This design comes from an exercise in tuning for small area, a short achievable clock period and few clock cycles on the open sky130 flow, not from production work. Where RTL was checked, it was by simulation tests only, not by an equivalence proof against the original. Power and IR drop assume default switching activity.

Setup of lane 1:
Design turf_dec, start of the top module:
module turf_dec (
    input  wire       clk,
    input  wire       rst,         
    input  wire       start,       
    input  wire [6:0] width_m1,    
    input  wire       in_valid,
    input  wire [7:0] in_data,
    output wire       in_ready,
    output reg        out_valid,
    output reg  [7:0] out_data,
    output reg        out_last,    
    input  wire       out_ready,
    output wire       err
);
    localparam QN = 2;             
    localparam QW = 1;             
    localparam [1:0] G_LIT = 2'd0,   
                     G_ABV = 2'd2,   
                     G_DLT = 2'd3;   
    localparam [2:0] P_IDLE = 3'd0,
                     P_HDR  = 3'd1,    
                     P_RAW  = 3'd2,    
                     P_TOK  = 3'd3,    
                     P_EXT  = 3'd4,    
                     P_LIT  = 3'd5,    
                     P_REPV = 3'd6,    
                     P_DLT  = 3'd7;    
    reg  [6:0] wm;                 
    reg        bv, skv;
    reg  [7:0] bd, sk;
    reg        p_pop;
    assign in_ready = !skv;
    wire   take     = in_valid && !skv;
    always @(posedge clk) begin
        if (rst || start) begin
            bv  <= 1'b0;
            skv <= 1'b0;
        end else begin
            if (!bv || p_pop) begin
                bv <= skv || take;
                bd <= skv ? sk : in_data;
                skv <= 1'b0;
            end else if (take) begin
                skv <= 1'b1;
                sk  <= in_data;
            end
        end
    end
    reg  [2:0] ps;
    reg        perr;
    reg  [1:0] hcnt;
    reg  [8:0] brem;               
    reg        big;                
    reg  [7:0] xq;                 
    reg  [6:0] tokl;               
    reg  [1:0] ttyp;
    reg  [6:0] tq;                 
    reg        dodd;               
    reg        rdone;              
    reg        q_full;
    reg        push;
  ...
For scale: ~2100 cells after synthesis, roughly 32 I/O pins, ~41000 sq um of cells after synthesis.
==> flow/config.mk <==
export PLATFORM = sky130hd
export DESIGN_NAME = turf_dec
export DESIGN_NICKNAME = turf_dec
export VERILOG_FILES = /design/flow/design.v
export SDC_FILE = /design/flow/constraint.sdc
export NUM_CORES = 4
export LEC_CHECK = 0
export ABC_CLOCK_PERIOD_IN_PS = 2700
export CAP_MARGIN = 20
export CORE_MARGIN = 2
export CORE_UTILIZATION = 55
export CTS_BUF_LIST = sky130_fd_sc_hd__clkbuf_16
export CTS_CLUSTER_DIAMETER = 100
export CTS_CLUSTER_SIZE = 30
export PLACE_DENSITY = 0.7
export SLEW_MARGIN = 20
==> flow/constraint.sdc <==
create_clock -name core_clock -period 8.0 [get_ports {clk}]
set_input_delay 1.6000 -clock core_clock [delete_from_list [all_inputs] [get_ports {clk}]]
set_output_delay 1.6000 -clock core_clock [all_outputs]
set_load 0.01 [all_outputs]
standard.sh (not shown) runs the stock make flow with config.mk's settings and CLKGATE_MAP_FILE= SYNTH_SCRIPT=/design/flow/synth_recipe.tcl, a recipe that flattens the netlist after the stock synthesis.
==> flow/flow/run.sh <==
#!/bin/bash
# Standard layout, with timing repair aimed at a larger setup slack than
# config.mk's settings allow. Each tool's full output goes to its own log.
set -euo pipefail
bash standard.sh SETUP_SLACK_MARGIN=5.4 synth > make_synth.log 2>&1
bash standard.sh SETUP_SLACK_MARGIN=5.4 finish > make_finish.log 2>&1
Lane 1 completed; timing, DRC and antenna clean
Input-level comparison between lane 2 and lane 1:
-- flow/design.v --
<<< lane 1, line 62
    reg  [1:0] push_t;
    reg  [6:0] push_c;
    reg        push_l;             
    reg  [2:0] ps_n;
    reg        perr_n;
>>> lane 2, line 62
    reg  [1:0] push_t;
    reg  [6:0] push_c;
    reg  [2:0] ps_n;
    reg        perr_n;
<<< lane 1, line 85
        push_t = G_LIT;
        push_c = 7'd0;
        push_l = 1'b0;
        ps_n   = ps;
        perr_n = 1'b0;
>>> lane 2, line 84
        push_t = G_LIT;
        push_c = 7'd0;
        ps_n   = ps;
        perr_n = 1'b0;
<<< lane 1, line 100
                    push_t = G_ABV;
                    push_c = wm;
                    push_l = 1'b1;
                    if (!body_end)
                        perr_n = 1'b1;
>>> lane 2, line 98
                    push_t = G_ABV;
                    push_c = wm;
                    if (!body_end)
                        perr_n = 1'b1;
<<< lane 1, line 107
            end
            P_RAW: if (p_pop) begin
                push   = 1'b1;
                push_l = xq == 8'd0;
                if (xq == 8'd0) ps_n = P_HDR;
            end
>>> lane 2, line 104
            end
            P_RAW: if (p_pop) begin
                push = 1'b1;
                if (xq == 8'd0) ps_n = P_HDR;
            end
<<< lane 1, line 130
                                push_t = G_ABV;
                                push_c = mq;
                                push_l = m_end;
                                if (m_end) begin
                                    ps_n = P_HDR;
>>> lane 2, line 126
                                push_t = G_ABV;
                                push_c = mq;
                                if (m_end) begin
                                    ps_n = P_HDR;
<<< lane 1, line 155
                    end
                    if (ps == P_REPV || tq == 7'd0) begin
                        push_l = rdone;
                        if (rdone) begin
                            ps_n = P_HDR;
>>> lane 2, line 150
                    end
                    if (ps == P_REPV || tq == 7'd0) begin
                        if (rdone) begin
                            ps_n = P_HDR;
<<< lane 1, line 220
    reg  [6:0] qc [0:QN-1];
    reg  [7:0] qv [0:QN-1];
    reg        ql [0:QN-1];
    reg  [QW-1:0] qwp, qrp;
    reg  [QW:0]   qn;
>>> lane 2, line 214
    reg  [6:0] qc [0:QN-1];
    reg  [7:0] qv [0:QN-1];
    reg  [QW-1:0] qwp, qrp;
    reg  [QW:0]   qn;
<<< lane 1, line 227
    reg  [6:0] cc;
    reg  [7:0] cval;
    reg        cl;                 
    reg        okv;                
    reg  [7:0] okd;
    reg        okl;
    wire       pushb   = bv && !perr && (ps == P_RAW || ps == P_LIT || ps == P_REPV || ps == P_DLT);
    wire       byp     = !cv && pushb && !okv;
    wire       emit    = (cv || pushb) && !okv;
    wire       cfree   = !cv || (emit && cc == 7'd0);
    wire       q_empty = (qn == 0);
    wire       q_pop   = cfree && !q_empty;
    wire       q_push  = push && !(cfree && q_empty);
    wire [1:0] st      = cv ? ct : push_t;        
    wire [7:0] sv      = cv ? cval : bd;
    always @(posedge clk) begin
        if (rst || start) begin
>>> lane 2, line 220
    reg  [6:0] cc;
    reg  [7:0] cval;
    reg        okv;                
    reg  [7:0] okd;
    reg        okl;
    wire       emit    = cv && !okv;
    wire       cfree   = !cv || (emit && cc == 7'd0);
    wire       q_empty = (qn == 0);
    wire       q_pop   = cfree && !q_empty;
    wire       q_push  = push && !(cfree && q_empty);
    always @(posedge clk) begin
        if (rst || start) begin
<<< lane 1, line 252
                qc[qwp] <= push_c;
                qv[qwp] <= bd;
                ql[qwp] <= push_l;
                qwp     <= (qwp == QN - 1) ? 0 : qwp + 1;
            end
>>> lane 2, line 240
                qc[qwp] <= push_c;
                qv[qwp] <= bd;
                qwp     <= (qwp == QN - 1) ? 0 : qwp + 1;
            end
<<< lane 1, line 270
                    cc   <= qc[qrp];
                    cval <= qv[qrp];
                    cl   <= ql[qrp];
                end else if (byp) begin
                    cv   <= push_c != 7'd0;
                    ct   <= push_t;
                    cc   <= push_c - 7'd1;
                    cval <= (push_t == G_DLT) ? {4'd0, bd[7:4]} : bd;
                    cl   <= push_l;
                end else begin
                    ct   <= push_t;
                    cc   <= push_c;
                    cval <= bd;
                    cl   <= push_l;
                end
            end else if (emit) begin
>>> lane 2, line 257
                    cc   <= qc[qrp];
                    cval <= qv[qrp];
                end else begin
                    ct   <= push_t;
                    cc   <= push_c;
                    cval <= bd;
                end
            end else if (emit) begin
<<< lane 1, line 292
    reg        frow;               
    reg        rs;                 
    reg  [7:0] dl1;                
    wire [7:0] prev    = rs ? 8'd0 : dl1;
    wire [7:0] tap [0:7];
    wire [7:0] above   = frow ? 8'd0 : tap[7];
    wire [7:0] dpix    = prev + {{4{sv[3]}}, sv[3:0]};
    wire [7:0] pix     = (st == G_ABV) ? above :
                         (st == G_DLT) ? dpix : sv;
    wire       last    = cv ? (cl && cc == 7'd0) : (push_l && push_c == 7'd0);
    wire [6:0] dsel = wm;
    assign tap[0] = dl1;
    genvar gi;
>>> lane 2, line 271
    reg        frow;               
    reg        rs;                 
    reg  [6:0] ex;                 
    reg  [7:0] dl1;                
    reg  [7:0] dl2;                
    wire [7:0] prev    = rs ? 8'd0 : dl1;
    wire [7:0] above   = frow ? 8'd0 : dl2;
    wire [7:0] dpix    = prev + {{4{cval[3]}}, cval[3:0]};
    wire [7:0] pix     = (ct == G_ABV) ? above :
                         (ct == G_DLT) ? dpix : cval;
    wire       last    = (ex == wm);
    wire [6:0] dsel = wm - 7'd1;
    wire [7:0] tap [0:7];
    assign tap[0] = dl1;
    genvar gi;
<<< lane 1, line 320
        if (emit) begin
            dl1 <= pix;
        end
    end
>>> lane 2, line 301
        if (emit) begin
            dl1 <= pix;
            dl2 <= (wm == 7'd0) ? pix : tap[7];
        end
    end
<<< lane 1, line 326
            frow <= 1'b1;
            rs   <= 1'b1;
        end else if (emit) begin
            rs <= last;
            if (last)
                frow <= 1'b0;
        end
    end
>>> lane 2, line 308
            frow <= 1'b1;
            rs   <= 1'b1;
            ex   <= 7'd0;
        end else if (emit) begin
            rs <= last;
            if (last) begin
                ex   <= 7'd0;
                frow <= 1'b0;
            end else
                ex <= ex + 7'd1;
        end
    end
Notes after the runs:
- When lane 2 is measured against lane 1, its total power after layout turns out about 3% lower.
- Count of clock buffers in the final design (lane 2 vs. lane 1) increases by a few percent
- out_data[5]$_DFFE_PP_ as the source of the critical timing path was reported by lane 2, and bd[2]$_DFFE_PP_ by lane 1.
- | highest clock rate | higher: lane 2 |
- Lane 2 ended with less share of power burned in combinational logic than lane 1.
- The final reports for lane 2 and lane 1 show number of cells upsized or downsized after cts lower in the former.
- In the metrics for lane 1 and lane 2, the one carrying the higher area of the multi-input gates is lane 1.
- Lower cell count of the worst reg-to-reg path goes to lane 2 over lane 1.
- Sort lane 1 and lane 2 by number of enable-type register cells in the synthesized netlist desc -> top: lane 2
Testbench counts of lane 2, summed over its fixed seeds: cycles 66,280.
The RTL of lane 1 was laid out without a check of its function.

P:
The RTL this note starts from:
==> flow/design.v <==
module turf_dec (
    input  wire       clk,
    input  wire       rst,         
    input  wire       start,       
    input  wire [6:0] width_m1,    
    input  wire       in_valid,
    input  wire [7:0] in_data,
    output wire       in_ready,
    output reg        out_valid,
    output reg  [7:0] out_data,
    output reg        out_last,    
    input  wire       out_ready,
    output wire       err
);
    localparam QN = 2;             
    localparam QW = 1;             
    localparam [1:0] G_LIT = 2'd0,   
                     G_ABV = 2'd2,   
                     G_DLT = 2'd3;   
    localparam [2:0] P_IDLE = 3'd0,
                     P_HDR  = 3'd1,    
                     P_RAW  = 3'd2,    
                     P_TOK  = 3'd3,    
                     P_EXT  = 3'd4,    
                     P_LIT  = 3'd5,    
                     P_REPV = 3'd6,    
                     P_DLT  = 3'd7;    
    reg  [6:0] wm;                 
    reg        bv, skv;
    reg  [7:0] bd, sk;
    reg        p_pop;
    reg        irdy;               
    assign in_ready = irdy;
    wire   take     = in_valid && irdy;
    wire   skv_n    = !(rst || start) && !(!bv || p_pop) && (skv || take);
    always @(posedge clk) begin
        skv  <= skv_n;
        irdy <= !skv_n;
        if (rst || start) begin
            bv <= 1'b0;
        end else begin
            if (!bv || p_pop) begin
                bv <= skv || take;
                bd <= skv ? sk : in_data;
            end else if (take)
                sk <= in_data;
        end
    end
    reg  [2:0] ps;
    reg        perr;
    reg  [1:0] hcnt;
    reg  [8:0] brem;               
    reg        big;                
    reg  [7:0] xr;                 
    reg  [6:0] tokl;               
    reg  [1:0] ttyp;
    reg  [6:0] tq;                 
    reg        dodd;               
    reg        rdone;              
    reg        q_full;
    reg        push;
    reg  [1:0] push_t;
    reg  [6:0] push_c;
    reg  [2:0] ps_n;
    reg        perr_n;
    assign err = perr;
    wire body_end = !big && brem == 9'd0;
    wire body_one = !big && brem == 9'd1;    
    wire ext      = bd[5:1] == 5'b11111;      
    wire is_tok   = (ps == P_TOK);
    wire [6:0] mq    = is_tok ? {1'b0, bd[5:0]} : bd[6:0] + 7'd62;
    wire [7:0] lq    = (ps == P_RAW) ? 8'd0 : !is_tok ? bd :
                       ext ? 8'd61 : {2'd0, bd[5:0]};
    wire [8:0] xr_s  = {1'b0, xr} + {1'b0, ~lq};
    wire       m_ok  = xr_s[8];
    wire [7:0] xr_n  = xr_s[7:0];
    wire [7:0] xr_m1 = xr - 8'd1;
    wire       m_end = lq == xr_m1;               
    wire p_nopush = (ps == P_HDR && hcnt != 2'd3) ||
                    (is_tok && (bd[7:6] != 2'd2 || ext)) ||
                    (ps == P_EXT && ttyp != 2'd2);
    wire p_run    = !perr && ps != P_IDLE;
    always @(*) begin
        p_pop  = bv && p_run && (!q_full || p_nopush);
        push   = 1'b0;
        push_t = G_LIT;
        push_c = 7'd0;
        ps_n   = ps;
        perr_n = 1'b0;
        case (ps)
            P_HDR: if (p_pop && hcnt == 2'd3) begin
                if (bd[7:2] != 6'd0 || bd[1:0] == 2'b11)
                    perr_n = 1'b1;
                if (bd[1:0] == 2'b01) begin
                    ps_n = P_RAW;
                    if (big || brem != {2'b0, wm} + 9'd1)
                        perr_n = 1'b1;
                end else if (bd[1:0] == 2'b10) begin
                    push   = 1'b1;
                    push_t = G_ABV;
                    push_c = wm;
                    if (!body_end)
                        perr_n = 1'b1;
                end else
                    ps_n = P_TOK;
            end
            P_RAW: if (p_pop) begin
                push = 1'b1;
                if (xr == 8'd1) ps_n = P_HDR;
            end
            P_TOK, P_EXT: begin
                if (body_end)
                    perr_n = 1'b1;
                if (p_pop) begin
                    if (is_tok && (tokl == 7'd0 || bd[5:0] == 6'd63))
                        perr_n = 1'b1;
                    if (is_tok && ext) begin
                        ps_n = P_EXT;
                        if (!m_ok)
                            perr_n = 1'b1;
                    end else begin
                        if (!m_ok)
                            perr_n = 1'b1;
                        case (is_tok ? bd[7:6] : ttyp)
                            2'd0: ps_n = P_LIT;
                            2'd1: ps_n = P_REPV;
                            2'd3: ps_n = P_DLT;
                            default: begin
                                push   = 1'b1;
                                push_t = G_ABV;
                                push_c = mq;
                                if (m_end) begin
                                    ps_n = P_HDR;
                                    if (!body_one) perr_n = 1'b1;
                                end else
                                    ps_n = P_TOK;
                            end
                        endcase
                    end
                end
            end
            P_LIT, P_REPV, P_DLT: begin
                if (body_end)
                    perr_n = 1'b1;
                if (p_pop) begin
                    push = 1'b1;
                    if (ps == P_REPV)
                        push_c = tq;
                    else if (ps == P_DLT) begin
                        push_t = G_DLT;
                        push_c = (tq == 7'd0 && dodd) ? 7'd0 : 7'd1;
                        if (tq == 7'd0 && dodd && bd[7:4] != 4'd0)
                            perr_n = 1'b1;
                    end
                    if (ps == P_REPV || tq == 7'd0) begin
                        if (rdone) begin
                            ps_n = P_HDR;
                            if (!body_one) perr_n = 1'b1;
                        end else
                            ps_n = P_TOK;
                    end
                end
            end
            default: ;
        endcase
    end
    always @(posedge clk) begin
        if (rst) begin
            ps   <= P_IDLE;
            perr <= 1'b0;
        end else if (start) begin
            ps   <= P_HDR;
            perr <= 1'b0;
            hcnt <= 2'd0;
            wm   <= width_m1;
        end else begin
            perr <= perr || perr_n;
            ps <= ps_n;
            if (p_pop) begin
                if (ps != P_HDR)
                    brem <= brem - 9'd1;
                case (ps)
                    P_HDR: begin
                        hcnt <= hcnt + 2'd1;
                        case (hcnt)
                            2'd0: begin brem[7:0] <= bd; big <= 1'b0; end
                            2'd1: begin brem[8] <= bd[0]; big <= bd[7:1] != 7'd0; end
                            2'd2: if (bd != 8'd0) big <= 1'b1;
                            default: begin
                                xr   <= {1'b0, wm} + 8'd1;
                                tokl <= {1'b0, wm[6:1]} + 7'd17;
                            end
                        endcase
                    end
                    P_RAW: xr <= xr_n;
                    P_TOK: begin
                        tokl <= tokl - 7'd1;
                        ttyp <= bd[7:6];
                        xr   <= xr_n;
                    end
                    P_EXT: xr <= xr_n;
                    P_LIT, P_DLT: tq <= tq - 7'd1;
                    default: ;
                endcase
                if ((is_tok && !ext) || ps == P_EXT) begin
                    tq    <= ((is_tok ? bd[7:6] : ttyp) == 2'd3) ? {1'b0, mq[6:1]} : mq;
                    dodd  <= !mq[0];
                    rdone <= m_end;
                end
            end
        end
    end
    reg  [1:0] qt [0:QN-1];
    reg  [6:0] qc [0:QN-1];
    reg  [7:0] qv [0:QN-1];
    reg  [QW-1:0] qwp, qrp;
    reg  [QW:0]   qn;
    reg        cv;                 
    reg  [1:0] ct;
    reg  [6:0] cc;
    reg  [7:0] cval;
    reg        okv;                
    reg  [7:0] okd;
    reg        okl;
    wire       emit    = cv && !okv;
    wire       cfree   = !cv || (emit && cc == 7'd0);
    wire       q_empty = (qn == 0);
    wire       q_pop   = cfree && !q_empty;
    wire       q_push  = push && !(cfree && q_empty);
    always @(posedge clk) begin
        if (rst || start) begin
            cv     <= 1'b0;
            qn     <= 0;
            qwp    <= 0;
            qrp    <= 0;
            q_full <= 1'b0;
        end else begin
            if (q_push) begin
                qt[qwp] <= push_t;
                qc[qwp] <= push_c;
                qv[qwp] <= bd;
                qwp     <= (qwp == QN - 1) ? 0 : qwp + 1;
            end
            if (q_pop)
                qrp <= (qrp == QN - 1) ? 0 : qrp + 1;
            if (q_push && !q_pop) begin
                qn     <= qn + 1;
                q_full <= (qn == QN - 1);
            end else if (q_pop && !q_push) begin
                qn     <= qn - 1;
                q_full <= 1'b0;
            end
            if (cfree) begin
                cv <= !q_empty || push;
                if (!q_empty) begin
                    ct   <= qt[qrp];
                    cc   <= qc[qrp];
                    cval <= qv[qrp];
                end else begin
                    ct   <= push_t;
                    cc   <= push_c;
                    cval <= bd;
                end
            end else if (emit) begin
                cc <= cc - 7'd1;
                if (ct == G_DLT)
                    cval <= {4'd0, cval[7:4]};
            end
        end
    end
    reg        frow;               
    reg        rs;                 
    reg  [6:0] exr;                
    reg  [7:0] dl1;                
    wire [7:0] prev    = rs ? 8'd0 : dl1;
    wire [7:0] tap [0:7];
    wire [7:0] above   = frow ? 8'd0 : tap[7];
    wire [7:0] dpix    = prev + {{4{cval[3]}}, cval[3:0]};
    wire [7:0] pix     = (ct == G_ABV) ? above :
                         (ct == G_DLT) ? dpix : cval;
    wire       last    = (exr == 7'd0);
    wire [6:0] dsel = wm;
    assign tap[0] = dl1;
    genvar gi;
    generate
        for (gi = 0; gi < 7; gi = gi + 1) begin : g_seg
            localparam integer L = 1 << (6 - gi);             
            reg [8*L-1:0] sr;
            if (L == 1) begin : g_one
                always @(posedge clk)
                    if (emit) sr <= tap[gi];
            end else begin : g_many
                always @(posedge clk)
                    if (emit) sr <= {sr[8*L-9:0], tap[gi]};
            end
            assign tap[gi + 1] = dsel[6 - gi] ? sr[8*L-1 -: 8] : tap[gi];
        end
    endgenerate
    always @(posedge clk) begin
        if (emit) begin
            dl1 <= pix;
        end
    end
    always @(posedge clk) begin
        if (rst || start) begin
            frow <= 1'b1;
            rs   <= 1'b1;
            exr  <= width_m1;
        end else if (emit) begin
            rs <= last;
            if (last) begin
                exr  <= wm;
                frow <= 1'b0;
            end else
                exr <= exr - 7'd1;
        end
    end
    reg  [7:0] ohd;
    reg        ohl;
    wire       ostall = out_valid && !out_ready;
    wire [7:0] onew   = okv ? okd : pix;
    wire       olnew  = okv ? okl : last;
    always @(posedge clk) begin
        out_valid <= !(rst || start) && (ostall || okv || emit);
        out_data  <= ostall ? ohd : onew;
        out_last  <= ostall ? ohl : olnew;
        ohd       <= ostall ? out_data : onew;
        ohl       <= ostall ? out_last : olnew;
        if (rst || start || !ostall)
            okv <= 1'b0;
        else if (emit) begin
            okv <= 1'b1;
            okd <= pix;
            okl <= last;
        end
    end
endmodule
export LEC_CHECK = 0
export ABC_AREA = 1
export CAP_MARGIN = 20
export CORE_MARGIN = 2
export CORE_UTILIZATION = 55
export CTS_BUF_LIST = sky130_fd_sc_hd__clkbuf_16
export CTS_CLUSTER_DIAMETER = 100
export CTS_CLUSTER_SIZE = 30
export PLACE_DENSITY = 0.7
export SLEW_MARGIN = 20
create_clock -name core_clock -period 8.0 [get_ports {clk}]
==> flow/flow/run.sh <==
#!/bin/bash
# Standard layout, with timing repair aimed at a larger setup slack than
# config.mk's settings allow. Each tool's full output goes to its own log.
set -euo pipefail
bash standard.sh SETUP_SLACK_MARGIN=5.3 synth > make_synth.log 2>&1
bash standard.sh SETUP_SLACK_MARGIN=5.3 finish > make_finish.log 2>&1
P | stages: all done | timing, DRC, antenna: all pass
--- input diff P..Q ---
diff --git a/flow/design.v b/flow/design.v
--- a/flow/design.v
+++ b/flow/design.v
@@ -48,13 +48,13 @@
     end
     reg  [2:0] ps;
     reg        perr;
     reg  [1:0] hcnt;
     reg  [8:0] brem;               
     reg        big;                
-    reg  [7:0] xr;                 
+    reg  [7:0] xq;                 
     reg  [6:0] tokl;               
     reg  [1:0] ttyp;
     reg  [6:0] tq;                 
     reg        dodd;               
     reg        rdone;              
     reg        q_full;
@@ -65,20 +65,18 @@
     reg        perr_n;
     assign err = perr;
     wire body_end = !big && brem == 9'd0;
     wire body_one = !big && brem == 9'd1;    
     wire ext      = bd[5:1] == 5'b11111;      
     wire is_tok   = (ps == P_TOK);
+    wire [7:0] lq    = is_tok ? {2'd0, bd[5:0]} : bd;       
     wire [6:0] mq    = is_tok ? {1'b0, bd[5:0]} : bd[6:0] + 7'd62;
-    wire [7:0] lq    = (ps == P_RAW) ? 8'd0 : !is_tok ? bd :
-                       ext ? 8'd61 : {2'd0, bd[5:0]};
-    wire [8:0] xr_s  = {1'b0, xr} + {1'b0, ~lq};
-    wire       m_ok  = xr_s[8];
-    wire [7:0] xr_n  = xr_s[7:0];
-    wire [7:0] xr_m1 = xr - 8'd1;
-    wire       m_end = lq == xr_m1;               
+    wire       m_ok  = !xq[7] && lq <= xq;
+    wire       m_end = lq == xq;
+    wire [7:0] xq_n  = xq + ~lq;
+    wire       tend  = rdone ? body_one : 1'b0;
     wire p_nopush = (ps == P_HDR && hcnt != 2'd3) ||
                     (is_tok && (bd[7:6] != 2'd2 || ext)) ||
                     (ps == P_EXT && ttyp != 2'd2);
     wire p_run    = !perr && ps != P_IDLE;
     always @(*) begin
         p_pop  = bv && p_run && (!q_full || p_nopush);
@@ -103,25 +101,23 @@
                         perr_n = 1'b1;
                 end else
                     ps_n = P_TOK;
             end
             P_RAW: if (p_pop) begin
                 push = 1'b1;
-                if (xr == 8'd1) ps_n = P_HDR;
+                if (xq == 8'd0) ps_n = P_HDR;
             end
             P_TOK, P_EXT: begin
                 if (body_end)
                     perr_n = 1'b1;
                 if (p_pop) begin
                     if (is_tok && (tokl == 7'd0 || bd[5:0] == 6'd63))
                         perr_n = 1'b1;
-                    if (is_tok && ext) begin
+                    if (is_tok && ext)
                         ps_n = P_EXT;
-                        if (!m_ok)
-                            perr_n = 1'b1;
-                    end else begin
+                    else begin
                         if (!m_ok)
                             perr_n = 1'b1;
                         case (is_tok ? bd[7:6] : ttyp)
                             2'd0: ps_n = P_LIT;
                             2'd1: ps_n = P_REPV;
                             2'd3: ps_n = P_DLT;
@@ -184,24 +180,27 @@
                         hcnt <= hcnt + 2'd1;
                         case (hcnt)
                             2'd0: begin brem[7:0] <= bd; big <= 1'b0; end
                             2'd1: begin brem[8] <= bd[0]; big <= bd[7:1] != 7'd0; end
                             2'd2: if (bd != 8'd0) big <= 1'b1;
                             default: begin
-                                xr   <= {1'b0, wm} + 8'd1;
+                                xq   <= {1'b0, wm};
                                 tokl <= {1'b0, wm[6:1]} + 7'd17;
                             end
                         endcase
                     end
-                    P_RAW: xr <= xr_n;
+                    P_RAW: xq <= xq - 8'd1;
                     P_TOK: begin
                         tokl <= tokl - 7'd1;
                         ttyp <= bd[7:6];
-                        xr   <= xr_n;
+                        if (ext)
+                            xq <= xq - 8'd62;
+                        else
+                            xq <= xq_n;
                     end
-                    P_EXT: xr <= xr_n;
+                    P_EXT: xq <= xq_n;
                     P_LIT, P_DLT: tq <= tq - 7'd1;
                     default: ;
                 endcase
                 if ((is_tok && !ext) || ps == P_EXT) begin
                     tq    <= ((is_tok ? bd[7:6] : ttyp) == 2'd3) ? {1'b0, mq[6:1]} : mq;
                     dodd  <= !mq[0];
@@ -267,21 +266,21 @@
                     cval <= {4'd0, cval[7:4]};
             end
         end
     end
     reg        frow;               
     reg        rs;                 
-    reg  [6:0] exr;                
+    reg  [6:0] ex;                 
     reg  [7:0] dl1;                
     wire [7:0] prev    = rs ? 8'd0 : dl1;
     wire [7:0] tap [0:7];
     wire [7:0] above   = frow ? 8'd0 : tap[7];
     wire [7:0] dpix    = prev + {{4{cval[3]}}, cval[3:0]};
     wire [7:0] pix     = (ct == G_ABV) ? above :
                          (ct == G_DLT) ? dpix : cval;
-    wire       last    = (exr == 7'd0);
+    wire       last    = (ex == wm);
     wire [6:0] dsel = wm;
     assign tap[0] = dl1;
     genvar gi;
     generate
         for (gi = 0; gi < 7; gi = gi + 1) begin : g_seg
             localparam integer L = 1 << (6 - gi);             
@@ -302,20 +301,20 @@
         end
     end
     always @(posedge clk) begin
         if (rst || start) begin
             frow <= 1'b1;
             rs   <= 1'b1;
-            exr  <= width_m1;
+            ex   <= 7'd0;
         end else if (emit) begin
             rs <= last;
             if (last) begin
-                exr  <= wm;
+                ex   <= 7'd0;
                 frow <= 1'b0;
             end else
-                exr <= exr - 7'd1;
+                ex <= ex + 7'd1;
         end
     end
     reg  [7:0] ohd;
     reg        ohl;
     wire       ostall = out_valid && !out_ready;
     wire [7:0] onew   = okv ? okd : pix;
Notes after the runs:
- Compared with P, in Q combined global-route utilization of all metal layers rose 0.26 points, fraction of area in registers fell by 0.36 points, portion of the clock cycle consumed by the worst path in the final layout shows a reduction of 0.36 points, clock group share of total power rose 1.2 points.
- In summary, Q completed successfully, with a layout that passed the timing, DRC and antenna checks.
- Between Q and P, the difference in power drawn by the clock network is negligible.
- Fmax: Q higher than P
- P → Q: worst clock skew now sits lower; combinational group share of total power dropped 1.7 points; worst setup slack increased by 0.029 ns relative to the old numbers.
- Looking at leakage power across Q and P, the one that comes out lower is P.
- Compared with P, Q shows count of vias placed by the detailed router lower by 140.
Testbench counts of Q, summed over its fixed seeds: cycles 66,280.
Only the layout flow was run in P; the RTL was not checked for function there.

-- what the ideal ports hide --
How much do the figures lean on ideal ports? The routed layouts below were timed once more, with nothing changed but the port constraints. Step 1 (the two cells are an assumption about what drives the block):
set clk [get_ports {clk}]
set_driving_cell -lib_cell sky130_fd_sc_hd__clkbuf_16 $clk
set_driving_cell -lib_cell sky130_fd_sc_hd__buf_2 [delete_from_list [all_inputs] $clk]
Step 2 times the ports against the registers' clock, not the clock port: input delays grow and output delays shrink by t, the midpoint of the rising clock arrivals with the driver on. Three values: ideal, step 1, step 2; two values: the first two.
| run | t (ns) | setup slack, ns | hold slack, ns |
|---|---|---|---|
| lane 1 | 0.682 | 4.997 / 4.986 / 4.756 | 0.412 / 0.412 / 0.412 |
| lane 2 | 0.674 | 5.228 / 5.171 / 4.919 | 0.393 / 0.393 / 0.393 |
| P | 0.685 | 5.238 / 5.170 / 4.709 | 0.418 / 0.418 / 0.418 |
| Q | 0.684 | 5.267 / 5.206 / 4.730 | 0.414 / 0.414 / 0.414 |
After both steps setup and hold are still met in every run listed. The setup slack of Q, which loses most, moves by -0.061 ns with the drivers and by -0.537 ns with both steps.
